From an optimization exercise on the open Yosys and OpenROAD flow, aimed at small area, a short achievable clock period and few clock cycles per item; shortcuts taken in it are not production practice.
In this exercise RTL edits were held to simulation tests only and were not proved equivalent to the original.

Design sip_weight, start of the top module:
module sip_weight (
    input  wire         clk,
    input  wire         rst,           
    input  wire         in_valid,
    output wire         in_ready,
    input  wire [127:0] in_key,        
    input  wire [31:0]  in_bin,        
    input  wire [15:0]  in_slot,       
    output reg          out_valid,
    input  wire         out_ready,
    output reg  [63:0]  out_weight
);
    localparam integer NST   = 12;     
    localparam integer DEPTH = NST + 1;  
    localparam integer CAP   = DEPTH + 1;
    reg  [63:0]  k0_s0, k1_s0;         
    reg  [47:0]  m_s0, m_s1, m_s2, m_s3;  
    reg  [NST-1:0] vld;                
    reg  [255:0] st1, st2, st3, st4, st5, st6, st7, st8, st9, st10;
    reg  [191:0] st11;
    wire [63:0]  m0 = {8'h06, 8'h00, m_s0};
    wire [63:0]  m3 = {8'h06, 8'h00, m_s3};
    wire [255:0] init = {k1_s0 ^ 64'h7465646279746573 ^ m0,
                         k0_s0 ^ 64'h6c7967656e657261,
                         k1_s0 ^ 64'h646f72616e646f6d,
                         k0_s0 ^ 64'h736f6d6570736575};
    wire [255:0] h1, h2, h3, h4, h5, h6, h7, h8, h9, h10, h11;
    wire [63:0]  res;
    siphalf_a u_h1  (.v(init), .o(h1));
    siphalf_b u_h2  (.v(st1),  .o(h2));
    siphalf_a u_h3  (.v(st2),  .o(h3));
    siphalf_b u_h4  (.v(st3),  .o(h4));
    siphalf_a u_h5  (.v(st4),  .o(h5));
    siphalf_b u_h6  (.v(st5),  .o(h6));
    siphalf_a u_h7  (.v(st6),  .o(h7));
    siphalf_b u_h8  (.v(st7),  .o(h8));
    siphalf_a u_h9  (.v(st8),  .o(h9));
    siphalf_b u_h10 (.v(st9),  .o(h10));
    siphalf_a u_h11 (.v(st10), .o(h11));
    sipfinal  u_h12 (.v(st11), .w(res));
    wire         acc = in_valid && in_ready;
    always @(posedge clk) begin
        k0_s0 <= in_key[63:0];
        k1_s0 <= in_key[127:64];
        m_s0  <= {in_slot, in_bin};
        m_s1  <= m_s0;
  ...
==> flow/config.mk <==
export PLATFORM = sky130hd
export DESIGN_NAME = sip_weight
export DESIGN_NICKNAME = sip_weight
export VERILOG_FILES = /design/flow/design.v
export SDC_FILE = /design/flow/constraint.sdc
export NUM_CORES = 4
export LEC_CHECK = 0
export CAP_MARGIN = 30
export CORE_MARGIN = 2
export CORE_UTILIZATION = 62
export SLEW_MARGIN = 30
==> flow/constraint.sdc <==
create_clock -name core_clock -period 12.0 [get_ports {clk}]
set_input_delay 2.4000 -clock core_clock [delete_from_list [all_inputs] [get_ports {clk}]]
set_output_delay 2.4000 -clock core_clock [all_outputs]
set_load 0.01 [all_outputs]
standard.sh (not shown) runs the stock make flow with config.mk's settings and CLKGATE_MAP_FILE= SYNTH_SCRIPT=/design/flow/synth_recipe.tcl, a recipe that flattens the netlist after the stock synthesis.
==> flow/flow/run.sh <==
#!/bin/bash
set -euo pipefail
work=$(pwd)
export OWN_ABC_SCRIPT="$work/flow/abc.script"
export OWN_ABC_D=3000
OWN_SETUP_MARGIN=8.0
cat flow/synth_pre.tcl synth_recipe.tcl > own_synth.tcl
bash standard.sh SYNTH_SCRIPT="$work/own_synth.tcl" ADDER_MAP_FILE= \
  SYNTH_OPERATIONS_ARGS=-nofsm SETUP_SLACK_MARGIN="$OWN_SETUP_MARGIN" \
  finish > standard_make.log 2>&1
==> flow/flow/abc.script <==
strash
dch
map -D 3000
topo
buffer -c
upsize -D 3000
dnsize -D 3000
==> flow/flow/synth_pre.tcl <==
# Prepended to the standard flow's synthesis script: the same synthesis, but ABC maps the
# logic with flow/abc.script (delay-driven mapping) instead of ORFS's script.
proc abc {args} {
  set out {}
  set skip 0
  foreach a $args {
    if {$skip} { set skip 0; continue }
    if {$a eq "-script" || $a eq "-D"} { set skip 1; continue }
    lappend out $a
  }
  puts "OWN ABC: $::env(OWN_ABC_SCRIPT) D=$::env(OWN_ABC_D)"
  yosys abc -script $::env(OWN_ABC_SCRIPT) -D $::env(OWN_ABC_D) {*}$out
}
Testbench counts at the start, summed over its fixed seeds: cycles 3,304, items 3,200.
==> next run, changes <==
--- a/flow/flow/run.sh
+++ b/flow/flow/run.sh
@@ -5,3 +5,3 @@
 export OWN_ABC_D=3000
-OWN_SETUP_MARGIN=8.0
+OWN_SETUP_MARGIN=8.4
 cat flow/synth_pre.tcl synth_recipe.tcl > own_synth.tcl
Settings changed: CORE_UTILIZATION 62 to 60.
Core utilization increases by 4.1 points.
Routed wire length grows by 8.3%.
Synthesized area does not change.
Fmax barely changes.
Clock skew came out lower by 0.018 ns.
Non-clock buffer count grows by 924.
Worst setup slack barely changes.

port drivers added, routing unchanged:
The flow's constraints put no driver on any port. The routed layouts listed below were extracted and timed again, unchanged, in two steps.
Step 1: set_driving_cell puts a clkbuf_16 on clk and a buf_2 on each other input, an assumption about the parent block.
Step 2 also shifts input and output timing later by t, the mid clock arrival at the registers, as if the neighbouring blocks saw the same clock.
a / b / c = no drivers / after step 1 / after step 2; a / b = the first two.
run | t, ns | slack for setup (ns) | clock arrival spread, ns
the first run | 1.074 | 7.785 / 7.785 / 7.245 | 0.075 / 0.075
the second run | 1.088 | 7.787 / 7.787 / 7.522 | 0.058 / 0.058
After both steps every run listed still meets setup and hold. The setup slack of the first run, which loses most, moves by 0.000 ns with the drivers and by -0.540 ns with both steps.
